This design comes from an exercise in tuning for small area on the open sky130 flow, not from production work. Only simulation tests tie the RTL to the original design; equivalence was not proved. Power is estimated from default activity; no workload was simulated.

File: design/flow/config.mk
export PLATFORM = sky130hd
export DESIGN_NAME = sd_channel
export DESIGN_NICKNAME = sd_channel
export VERILOG_FILES = /design/flow/design.v
export SDC_FILE = /design/flow/constraint.sdc
export NUM_CORES = 4
export LEC_CHECK = 0
export CAP_MARGIN = 20
export CORE_MARGIN = 2
export CORE_UTILIZATION = 40
export SLEW_MARGIN = 20
File: design/flow/design.v
module sd_div #(
    parameter W  = 48,    
    parameter DG = 6,     
    parameter DW = 47,    
    parameter QW = 25,    
    parameter MW = 9,     
    parameter IW = 7      
) (
    input  wire          clk,
    input  wire          clr,
    input  wire [IW-1:0] ival,
    input  wire [MW-1:0] mval,
    input  wire [2:0]    nmul,
    input  wire          ld,       
    input  wire [DG-1:0] dig,
    input  wire          sgn,      
    input  wire          go,       
    output wire          last,     
    output reg  [QW-1:0] q,
    output reg           neg
);
    localparam S_INIT = 2'd0, S_MUL = 2'd1, S_IDLE = 2'd2, S_DIV = 2'd3;
    reg [1:0]    st;
    reg [4:0]    cnt;
    reg [2:0]    mcnt;
    reg [W-1:0]  rem;
    reg [DW-1:0] dv;
    function [3:0] msb1;
        input [MW-1:0] v;
        integer i;
        begin
            msb1 = 4'd0;
            for (i = 1; i < MW; i = i + 1)
                if (v[i]) msb1 = i - 1;
        end
    endfunction
    wire         div  = (st == S_DIV) | go;
    wire         sub  = div & ~neg;
    wire [W-1:0] rem2 = {rem[W-2:0], 1'b0};
    wire [W-1:0] bop  = {{(W-DW){1'b0}}, dv} ^ {W{sub}};
    wire [W:0]   sum  = {1'b0, rem2} + {1'b0, bop} + {{W{1'b0}}, sub};
    wire [W-1:0] alu  = sum[W-1:0];
    wire         zero = ~|alu;
    wire         mbit = mval[cnt[3:0]];
    wire         acc  = (st == S_MUL) ? mbit : neg ? (alu[W-1] | zero) : sum[W];
    wire [8*DG-1:0] ivx  = {{(8*DG-IW){1'b0}}, ival};
    wire [8*DG-1:0] ivs  = ivx >> (cnt[2:0] * DG);
    wire [DG-1:0]   idig = ivs[DG-1:0];
    wire            ild  = (st == S_INIT);
    wire [DG-1:0]   ldig = ild ? idig : dig;
    wire            lsg  = ild ? 1'b0 : sgn;
    wire [W-1:0] rem_ld;
    generate
        if (W > 8 * DG) begin : g_ext
            assign rem_ld = {{(W-8*DG){lsg}}, ldig, rem[8*DG-1:DG]};
        end else begin : g_noext
            assign rem_ld = {ldig, rem[W-1:DG]};
        end
    endgenerate
    wire [W-1:0] rem_n = (ld | ild) ? rem_ld : acc ? alu : rem2;
    assign last = (st == S_DIV) & (cnt == 5'd0);
    always @(posedge clk) begin
        rem <= rem_n;
        q   <= {q[QW-2:0], acc};
        if (ld) neg <= lsg;
        if (clr) begin
            st   <= S_INIT;
            cnt  <= 5'd0;
            mcnt <= 3'd0;
        end else begin
            case (st)
                S_INIT: begin
                    cnt <= cnt + 5'd1;
                    if (cnt == 5'd7) begin
                        dv  <= rem_n[DW-1:0];
                        st  <= S_MUL;
                        cnt <= {1'b0, msb1(mval)};
                    end
                end
                S_MUL: begin
                    cnt <= cnt - 5'd1;
                    if (cnt == 5'd0) begin
                        dv   <= rem_n[DW-1:0];
                        mcnt <= mcnt + 3'd1;
                        cnt  <= {1'b0, msb1(mval)};
                        if (mcnt + 3'd1 == nmul) st <= S_IDLE;
                    end
                end
                S_IDLE: begin
                    if (go) begin
                        st  <= S_DIV;
                        cnt <= QW - 2;
                    end
                end
                default: begin
                    cnt <= cnt - 5'd1;
                    if (cnt == 5'd0) st <= S_IDLE;
                end
            endcase
        end
    end
endmodule
module sd_channel (
    input  wire        clk,
    input  wire        rst,             
    input  wire        en,              
    input  wire [2:0]  cfg_order,       
    input  wire [8:0]  cfg_decim,       
    input  wire [6:0]  cfg_len,         
    input  wire        cfg_fen,         
    input  wire [5:0]  cfg_fr,          
    input  wire [3:0]  cfg_fcnt,        
    input  wire [15:0] cfg_fast_hi,     
    input  wire [15:0] cfg_fast_lo,     
    input  wire        sd_valid,        
    input  wire        sd_bit,
    input  wire        clr_stuck,       
    input  wire        clr_fast_trip,   
    output reg         res_valid,
    output wire [31:0] res_value,       
    output wire [7:0]  res_qual,        
    output reg  [15:0] res_count,       
    output reg         fast_valid,
    output wire [15:0] fast_value,      
    output reg         stat_stuck,
    output reg         stat_fast_trip
);
    wire clr  = rst | ~en;
    wire fclr = clr | ~cfg_fen;
    wire take = en & sd_valid & ~rst;
    reg [2:0] ph;
    always @(posedge clk) ph <= rst ? 3'd0 : ph + 3'd1;
    wire ph0 = (ph == 3'd0);
    wire ph1 = (ph == 3'd1);
    wire ph7 = (ph == 3'd7);
    reg [63:0] hist;           
    reg [6:0]  nb;             
    reg [7:0]  run;            
    reg [10:0] settle_cnt;     
    reg [7:0]  bsum;           
    wire        first    = (nb == 7'd0);
    wire        same     = !first && (sd_bit == hist[0]);
    wire [7:0]  run_n    = same ? ((run == 8'd128) ? 8'd128 : run + 8'd1) : 8'd1;
    wire        stuck_n  = (run_n == 8'd128);
    wire        stuck_end = !first && !same && (run == 8'd128);
    wire [10:0] settle_n = (first || stuck_end) ? 11'd1 :
                           (settle_cnt == 11'h7FF) ? settle_cnt : settle_cnt + 11'd1;
    wire [10:0] settle_need = cfg_order * cfg_decim + {4'd0, cfg_len};
    wire        settling_n  = settle_n < settle_need;
    wire [5:0]  old_idx  = cfg_len[5:0] - 6'd1;
    wire        old_in   = (cfg_len != 7'd0) && (nb >= cfg_len);
    wire        x_old    = hist[old_idx];
    wire [7:0]  bdelta   = !old_in ? (sd_bit ? 8'd1 : 8'hFF) :
                           (sd_bit == x_old) ? 8'd0 : (sd_bit ? 8'd2 : 8'hFE);
    wire [7:0]  bsum_n   = (cfg_len == 7'd0) ? (sd_bit ? 8'd1 : 8'hFF) : bsum + bdelta;
    always @(posedge clk) begin
        if (take) hist <= {hist[62:0], sd_bit};
        if (clr) begin
            nb         <= 7'd0;
            run        <= 8'd0;
            settle_cnt <= 11'd0;
            bsum       <= 8'd0;
        end else if (take) begin
            nb         <= nb + {6'd0, ~nb[6]};
            run        <= run_n;
            settle_cnt <= settle_n;
            bsum       <= bsum_n;
        end
    end
    reg [8:0] dcnt;            
    reg [5:0] fdcnt;           
    reg [1:0] fidx;            
    wire      wend  = (dcnt == cfg_decim - 9'd1);
    wire      fwend = (fdcnt == cfg_fr - 6'd1);
    reg pend, winp, fwinp;     
    reg upd, cw, fcw;          
    reg wq_settle, wq_stuck;   
    reg fwq_cmp;               
    reg bsgn, xr;              
    always @(posedge clk) begin
        if (clr) begin
            dcnt <= 9'd0;
            pend <= 1'b0;
            upd  <= 1'b0;
            cw   <= 1'b0;
            fcw  <= 1'b0;
        end else begin
            if (take) dcnt <= wend ? 9'd0 : dcnt + 9'd1;
            if (ph7) begin
                upd  <= pend | take;
                cw   <= take ? wend : pend & winp;
                fcw  <= take ? (fwend & cfg_fen) : pend & fwinp;
                pend <= 1'b0;
            end else if (take) begin
                pend <= 1'b1;
            end
        end
        if (take) begin
            winp  <= wend;
            fwinp <= fwend & cfg_fen;
        end
        if (take & wend) begin
            wq_settle <= settling_n;
            wq_stuck  <= stuck_n;
        end
        if (ph1) bsgn <= bsum[7];
        if (ph0) xr   <= hist[0];
    end
    always @(posedge clk) begin
        if (fclr) begin
            fdcnt <= 6'd0;
            fidx  <= 2'd0;
        end else if (take) begin
            fdcnt <= fwend ? 6'd0 : fdcnt + 6'd1;
            if (fwend) begin
                fwq_cmp <= (fidx == 2'd2) && !stuck_n;
                if (fidx != 2'd2) fidx <= fidx + 2'd1;
            end
        end
    end
    reg zf, zc, fzf, fzc;
    always @(posedge clk) begin
        if (clr) zf <= 1'b1; else if (ph7 & zc) zf <= 1'b0;
        zc <= clr ? 1'b0 : ph7 ? 1'b1 : zc;
        if (fclr) fzf <= 1'b1; else if (ph7 & fzc) fzf <= 1'b0;
        fzc <= fclr ? 1'b0 : ph7 ? 1'b1 : fzc;
    end
    reg [47:0] ir1, ir2, ir3, ir4, ir5;
    reg [47:0] cr1, cr2, cr3, cr4, cr5;
    reg [5:1]  icy;            
    reg [5:1]  cby;            
    wire [5:0] bdig = ph0 ? bsum[5:0] : ph1 ? {{4{bsum[7]}}, bsum[7:6]} : {6{bsgn}};
    wire [5:0] ba   = upd ? bdig : 6'd0;
    wire [5:0] io1 = zf ? 6'd0 : ir1[5:0];
    wire [5:0] io2 = zf ? 6'd0 : ir2[5:0];
    wire [5:0] io3 = zf ? 6'd0 : ir3[5:0];
    wire [5:0] io4 = zf ? 6'd0 : ir4[5:0];
    wire [5:0] io5 = zf ? 6'd0 : ir5[5:0];
    wire [5:0] co1 = zf ? 6'd0 : cr1[5:0];
    wire [5:0] co2 = zf ? 6'd0 : cr2[5:0];
    wire [5:0] co3 = zf ? 6'd0 : cr3[5:0];
    wire [5:0] co4 = zf ? 6'd0 : cr4[5:0];
    wire [5:0] co5 = zf ? 6'd0 : cr5[5:0];
    wire [5:0] s1, s2, s3, s4, s5;
    wire [5:1] ic;
    assign {ic[1], s1} = io1 + ba + {5'd0, icy[1] & ~ph0};
    wire [5:0] a2 = (cfg_order == 3'd4) ? ba : upd ? s1 : 6'd0;
    assign {ic[2], s2} = io2 + a2 + {5'd0, icy[2] & ~ph0};
    wire [5:0] a3 = (cfg_order == 3'd3) ? ba : upd ? s2 : 6'd0;
    assign {ic[3], s3} = io3 + a3 + {5'd0, icy[3] & ~ph0};
    wire [5:0] a4 = (cfg_order == 3'd2) ? ba : upd ? s3 : 6'd0;
    assign {ic[4], s4} = io4 + a4 + {5'd0, icy[4] & ~ph0};
    wire [5:0] a5 = (cfg_order == 3'd1) ? ba : upd ? s4 : 6'd0;
    assign {ic[5], s5} = io5 + a5 + {5'd0, icy[5] & ~ph0};
    wire [5:0] c1, c2, c3, c4, c5;
    wire [5:1] cc;
    assign {cc[1], c1} = {1'b0, s5} + {1'b0, ~co1} + {6'd0, cby[1] | ph0};
    assign {cc[2], c2} = {1'b0, c1} + {1'b0, ~co2} + {6'd0, cby[2] | ph0};
    assign {cc[3], c3} = {1'b0, c2} + {1'b0, ~co3} + {6'd0, cby[3] | ph0};
    assign {cc[4], c4} = {1'b0, c3} + {1'b0, ~co4} + {6'd0, cby[4] | ph0};
    assign {cc[5], c5} = {1'b0, c4} + {1'b0, ~co5} + {6'd0, cby[5] | ph0};
    wire cwu = cw & upd;
    wire w1 = cwu;
    wire w2 = cwu & (cfg_order >= 3'd2);
    wire w3 = cwu & (cfg_order >= 3'd3);
    wire w4 = cwu & (cfg_order >= 3'd4);
    wire w5 = cwu & (cfg_order >= 3'd5);
    always @(posedge clk) begin
        ir1 <= {s1, ir1[47:6]};
        ir2 <= {s2, ir2[47:6]};
        ir3 <= {s3, ir3[47:6]};
        ir4 <= {s4, ir4[47:6]};
        ir5 <= {s5, ir5[47:6]};
        cr1 <= {w1 ? s5 : co1, cr1[47:6]};
        cr2 <= {w2 ? c1 : co2, cr2[47:6]};
        cr3 <= {w3 ? c2 : co3, cr3[47:6]};
        cr4 <= {w4 ? c3 : co4, cr4[47:6]};
        cr5 <= {w5 ? c4 : co5, cr5[47:6]};
        icy <= ic;
        cby <= cc;
    end
    wire        m_last;
    wire [24:0] m_q;
    wire        m_neg;
    reg         m_go;
    always @(posedge clk) m_go <= cwu & ph7 & ~clr;
    sd_div #(.W(48), .DG(6), .DW(47), .QW(25), .MW(9), .IW(7)) u_mdiv (
        .clk(clk), .clr(clr),
        .ival((cfg_len == 7'd0) ? 7'd1 : cfg_len), .mval(cfg_decim), .nmul(cfg_order),
        .ld(cwu), .dig(c5), .sgn(c5[5]), .go(m_go),
        .last(m_last), .q(m_q), .neg(m_neg)
    );
    assign res_value = ({32{m_neg}} ^ {8'd0, m_q[24:1]}) + {31'd0, m_q[0] ^ m_neg};
    reg q_settle, q_stuck;
    assign res_qual = {1'b0, q_stuck, 3'b000, q_settle, 1'b0, q_settle | q_stuck};
    always @(posedge clk) begin
        if (m_last) begin
            q_settle <= wq_settle;
            q_stuck  <= wq_stuck;
        end
        if (rst) begin
            res_valid <= 1'b0;
            res_count <= 16'd0;
        end else begin
            res_valid <= m_last & ~clr;
            if (m_last & ~clr) res_count <= res_count + 16'd1;
        end
    end
    reg [15:0] fi1, fi2, fi3, fd1, fd2, fd3;
    reg [3:1]  ficy, fdcy;
    wire [1:0] xdig = ph0 ? {~hist[0], 1'b1} : {2{~xr}};
    wire [1:0] fa1  = upd ? xdig : 2'd0;
    wire [1:0] fio1 = fzf ? 2'd0 : fi1[1:0];
    wire [1:0] fio2 = fzf ? 2'd0 : fi2[1:0];
    wire [1:0] fio3 = fzf ? 2'd0 : fi3[1:0];
    wire [1:0] fdo1 = fzf ? 2'd0 : fd1[1:0];
    wire [1:0] fdo2 = fzf ? 2'd0 : fd2[1:0];
    wire [1:0] fdo3 = fzf ? 2'd0 : fd3[1:0];
    wire [1:0] fs1, fs2, fs3, fc1, fc2, fc3;
    wire [3:1] fic, fcc;
    assign {fic[1], fs1} = fio1 + fa1 + {1'b0, ficy[1] & ~ph0};
    assign {fic[2], fs2} = fio2 + (upd ? fs1 : 2'd0) + {1'b0, ficy[2] & ~ph0};
    assign {fic[3], fs3} = fio3 + (upd ? fs2 : 2'd0) + {1'b0, ficy[3] & ~ph0};
    assign {fcc[1], fc1} = {1'b0, fs3} + {1'b0, ~fdo1} + {2'd0, fdcy[1] | ph0};
    assign {fcc[2], fc2} = {1'b0, fc1} + {1'b0, ~fdo2} + {2'd0, fdcy[2] | ph0};
    assign {fcc[3], fc3} = {1'b0, fc2} + {1'b0, ~fdo3} + {2'd0, fdcy[3] | ph0};
    wire fcwu = fcw & upd;
    always @(posedge clk) begin
        fi1 <= {fs1, fi1[15:2]};
        fi2 <= {fs2, fi2[15:2]};
        fi3 <= {fs3, fi3[15:2]};
        fd1 <= {fcwu ? fs3 : fdo1, fd1[15:2]};
        fd2 <= {fcwu ? fc1 : fdo2, fd2[15:2]};
        fd3 <= {fcwu ? fc2 : fdo3, fd3[15:2]};
        ficy <= fic;
        fdcy <= fcc;
    end
    reg fz;
    always @(posedge clk) fz <= (ph0 | fz) & (fc3 == 2'd0);
    wire f_sgn = fc3[1] & ~(ph7 & (ph0 | fz) & ~fc3[0] & xr);
    wire        f_last;
    wire [15:0] f_q;
    wire        f_neg;
    reg         f_go;
    always @(posedge clk) f_go <= fcwu & ph7 & ~fclr;
    sd_div #(.W(17), .DG(2), .DW(16), .QW(16), .MW(6), .IW(6)) u_fdiv (
        .clk(clk), .clr(fclr),
        .ival(cfg_fr), .mval(cfg_fr), .nmul(3'd2),
        .ld(fcwu), .dig(fc3), .sgn(f_sgn), .go(f_go),
        .last(f_last), .q(f_q), .neg(f_neg)
    );
    wire [15:0] f_sum = ({16{f_neg}} ^ {1'b0, f_q[15:1]}) + {15'd0, f_q[0] ^ f_neg};
    assign fast_value = (~f_neg & (&f_q)) ? 16'h7FFF : f_sum;
    wire beyond = ($signed(fast_value) > $signed(cfg_fast_hi)) ||
                  ($signed(fast_value) < $signed(cfg_fast_lo));
    reg  [3:0] tcnt;           
    wire [3:0] tcnt_n = (fwq_cmp && beyond) ? ((tcnt == 4'd8) ? tcnt : tcnt + 4'd1) : 4'd0;
    wire       trips  = (tcnt_n != 4'd0) && (tcnt_n >= cfg_fcnt);
    always @(posedge clk) begin
        if (fclr) tcnt <= 4'd0;
        else if (fast_valid) tcnt <= tcnt_n;
        if (rst) fast_valid <= 1'b0;
        else     fast_valid <= f_last & ~fclr;
    end
    always @(posedge clk) begin
        if (rst) begin
            stat_stuck     <= 1'b0;
            stat_fast_trip <= 1'b0;
        end else begin
            stat_stuck     <= (stat_stuck & ~clr_stuck) | (take & stuck_n);
            stat_fast_trip <= (stat_fast_trip & ~clr_fast_trip) | (fast_valid & trips);
        end
    end
endmodule
File: design/flow/constraint.sdc
create_clock -name core_clock -period 12.0 [get_ports {clk}]
set_input_delay 2.4000 -clock core_clock [delete_from_list [all_inputs] [get_ports {clk}]]
set_output_delay 2.4000 -clock core_clock [all_outputs]
set_load 0.01 [all_outputs]
File: design/flow/run.sh
#!/bin/bash
# synth_recipe.tcl (not shown) runs the flow's synth.tcl, then flattens the netlist and writes it again
# the make line also repeats each setting of config.mk as NAME=value (left out here)
make -C /OpenROAD-flow-scripts/flow DESIGN_CONFIG=/design/flow/config.mk WORK_HOME=/design/flow/orfs CLKGATE_MAP_FILE= SYNTH_SCRIPT=/design/flow/synth_recipe.tcl finish
==> run notes <==
[state kept, by name, indices dropped and copies added, names as in the netlist, 25 cells and up]
register    count
cr3            48
ir4            48
u_mdiv.dv      47
hist           64
u_mdiv.rem     48
cr5            48
ir3            48
ir2            48
cr4            48
ir5            48
u_mdiv.q       25
cr2            48
cr1            48
ir1            48
[critical path: cells and delay by family]
kind | cells | cell delay, ps
compound gates | 10 | 1640
simple gates | 7 | 1010
xor+xnor | 5 | 1140
buf+inv | 2 | 570
fa+ha+maj | 10 | 4460
[final cells by class]
| class | instances | area, um2 |
|---|---|---|
| sequential | 944 | 20300 |
| inverter | 168 | 631 |
| tap | 1265 | 1580 |
| clock inverter | 48 | 597 |
| multi-input combinational | 2354 | 17000 |
| timing repair buffer | 161 | 1550 |
| antenna | 1 | 2.50 |
| clock buffer | 128 | 2700 |
| fill | 8793 | 50800 |
[power groups by stage]
stage | logic, mW | registers [mW] | clock network (mW)
floorplan | 0.516 | 3.35 | 0
global placement | 0.705 | 3.38 | 0
detailed placement | 0.709 | 3.37 | 0
CTS | 0.714 | 3.31 | 3.12
global route | 0.798 | 3.31 | 3.26
finish | 0.711 | 3.31 | 3.04
[path summary, 6_finish.rpt]
kind | start | endpoint | slack, ps | cells after the start
worst min register to register | fd1[10] | fd1[8] | 290 | 0
worst max-delay path | cfg_order[0] | u_mdiv.rem[47] | 1320 | 34
worst max register to register | ph[0] | u_mdiv.rem[47] | 1830 | 37
worst min-delay path | fd1[10] | fd1[8] | 290 | 0
[stage by stage]
stage / instances / cell area [um2]
final: 5069 / 44400
after global routing: 5068 / 44400
after CTS: 5068 / 44400
after detailed placement: 4892 / 41100
after global placement: 4892 / 41100
after floorplan: 3611 / 38500
[kinds of logic (layout without fill, tap and decap cells)]
kind of cell | count (synthesis) | after routing
fa+ha+maj | 271 | 271
flops | 944 | 944
other cells | 1 | 6
simple gates | 964 | 964
xor+xnor | 317 | 317
mux | 120 | 120
buf+inv | 313 | 505
compound gates | 677 | 677
[cells in the final DEF (no fill, tap or decap), types with 15 or more instances in the layout]
master,Yosys,routed
edfxtp_1,138,138
a211oi_1,21,21
fa_1,48,48
and3_1,25,25
nand3_1,81,81
xnor2_1,140,140
ha_1,223,223
xor2_1,177,177
inv_1,164,164
and2_1,25,25
mux2i_1,86,86
nand4_1,34,34
a21o_1,68,68
nor3_1,42,42
o21a_1,18,17
clkdlybuf4s50_1,0,138
nor2_1,235,231
nor4_1,24,24
o21ai_0,174,174
clkinv_2,0,18
o21bai_1,22,22
nand2_1,255,254
a21oi_1,188,188
a31oi_1,31,31
clkbuf_1,111,15
clkbuf_8,0,16
o21ai_1,46,45
buf_4,8,22
mux4_2,22,22
clkbuf_16,0,97
nor2b_1,79,79
nand2b_1,73,72
or2_2,15,15
dfxtp_1,806,805
[layer usage]
layer  GRT usage (%)  part of all wire (%)  vias to the layer above
li1                -                     -                    12712
met1            23.7                    50                    11811
met2            24.3                    42                      423
met3            3.50                   5.1                      147
met4            5.14                   2.7                       14
met5               0                 0.091                        -
==> results.yml <==
outcome:
  status: "finished clean"
floorplan:
  ios: 145
  core_um2: 95200
  initial_core_util_pct: 40.5
  die-height_um: 314
  die_w_um: 314
  rows: 113
  dieArea_um2: 98800
sta:
  worstMarginPinSlew_ps: 1060
  finalClockSkew_ps: 42.3
  fin_ws_ps: 1320
  period_minus_slack_ps: 10680
  max_slew_margin_pct: 28.3
  fin_crit_sh_pct: 89.0
  whs_ps: 294
  finalHoldViolations: 0
  clock.fmax_ghz: 0.0936
  setup_viol: 0
  final_max_slew_viol_count: 0
  rsz0062_at_grt: "no"
  fin_setup_tns_ps: 0
setup_path:
  critPathLaunchType: "primary input"
  end_kind: "register"
  cpMostUsedCell: "fa_1"
  critPathMaxStageDelay_ps: 610
  cp.required_ps: 12520
  critPathKind: "in -> reg"
  worstPathMaxFanout: 12
  cpMaxStageDelayCell: "fa_1"
  arrival_ps: 11200
logic_synthesis:
  synth_compound_gate_area_share_pct: 10.8
  synth_top_area_share_pct: 41.9
  synth_cells: 3607
  syn_area_per_cell_um2: 10.7
  yosys.area_share.simple_pct: 12.4
  ys_async_sr_fraction_pct: 0
  yosys_warnings: 3
  synthAdderAreaFrac_pct: 9.74
  syn-cell-area_um2: 38500
  yosysSeqAreaShare_pct: 52.7
  ys_types: 89
  synth_ff_type: "dfxtp_1"
  ys_ff_latch: 944
  muxShareOfSynthArea_pct: 3.87
  synth_top_family_by_area: "simple AND/OR/NAND/NOR gates"
  synth_xor_area_share_pct: 7.21
  synth_most_common_cell: "dfxtp_1"
  yosysTopAreaCell: "dfxtp_1"
  synth_commonest_cells: "dfxtp_1, nand2_1, nor2_1"
  synth_edf_count: 138
  synthTopCellsByArea: "dfxtp_1, edfxtp_1, ha_1, xor2_1, xnor2_1"
cts:
  tritoncts: "built"
  cts.path.max_buffers: 3
  cts_buffers: 95
  cts.sinks: 944
  post_cts_resized: 0
  clk_pin_slew_ps: 60
  htreeDepth: 3
  insertion_delay_ps: 680
  cts_hold_buf: 0
  cts_root_buf: "clkbuf_16"
  postCtsSetupRepairBufs: 0
drt:
  drt-total-wl_um: 80600
  firstDrtPassIters: 5
  remaining_drc_errors: 0
  vias: 25107
  via_per_inst: 4.95
  drt_iter0_markers: 1594
  avgRoutedWirePerCell_um: 15.9
  ant_nets: 0
finish:
  nets: 4064
  drive_above_1_share_pct: 7.18
  area_growth_pct: 15.2
  fin_util_pct: 46.6
placed_design:
  portBuffers: 139
  gp_congestion: 0.898
  pre_cts_ws_ps: 618
  detailed_place_hpwl_um: 57500
worst_hold_path:
  min_path_type: "reg -> reg"
power:
  seqPwrFrac_pct: 46.8
  power_frac_comb_pct: 10.1
  p_sw_mw: 1.71
  power_frac_clock_pct: 43.1
  netSwitchingFraction_pct: 24.3
  p_per_area_nw_per_um2: 159
  total_power_mw: 7.06
  internal-power_mw: 5.35
  peakVddDrop_mv: 0.189
  cellLeakagePower_nw: 18.1
global_routing:
  grt_usage_pct: 16.4
  grt_pass1_wl_um: 130000
  grt_max_degree: 86
  overflow: 0
  antenna_found_initial: 10
  grt_pass1_vias: 24345
job:
  max_cap_viol_count: 0

[port drivers added, routing unchanged]
The results above use ideal ports. As a check the final layout listed here was re-extracted and re-timed, cells and wires unchanged.
Step 1 (the two cells are an assumption about what drives the block):
set clk [get_ports {clk}]
set_driving_cell -lib_cell sky130_fd_sc_hd__clkbuf_16 $clk
set_driving_cell -lib_cell sky130_fd_sc_hd__buf_2 [delete_from_list [all_inputs] $clk]
Step 2, shift: input delay + t, output delay - t, t = (earliest + latest rising clock arrival at the registers) / 2. This alone moves slack from input paths to output paths.
Three values: ideal ports, drivers, drivers and shift; two values: the first two.
shift t [ns]: 0.729
setup slack, ns: 1.316 / 1.357 / 0.628
worst hold slack (ns): 0.294 / 0.294 / 0.294
clock arrival spread, ns: 0.046 / 0.046
After both steps setup and hold are still met in this run. For this run, drivers alone change the setup slack by +0.041 ns; drivers and shift together by -0.688 ns.
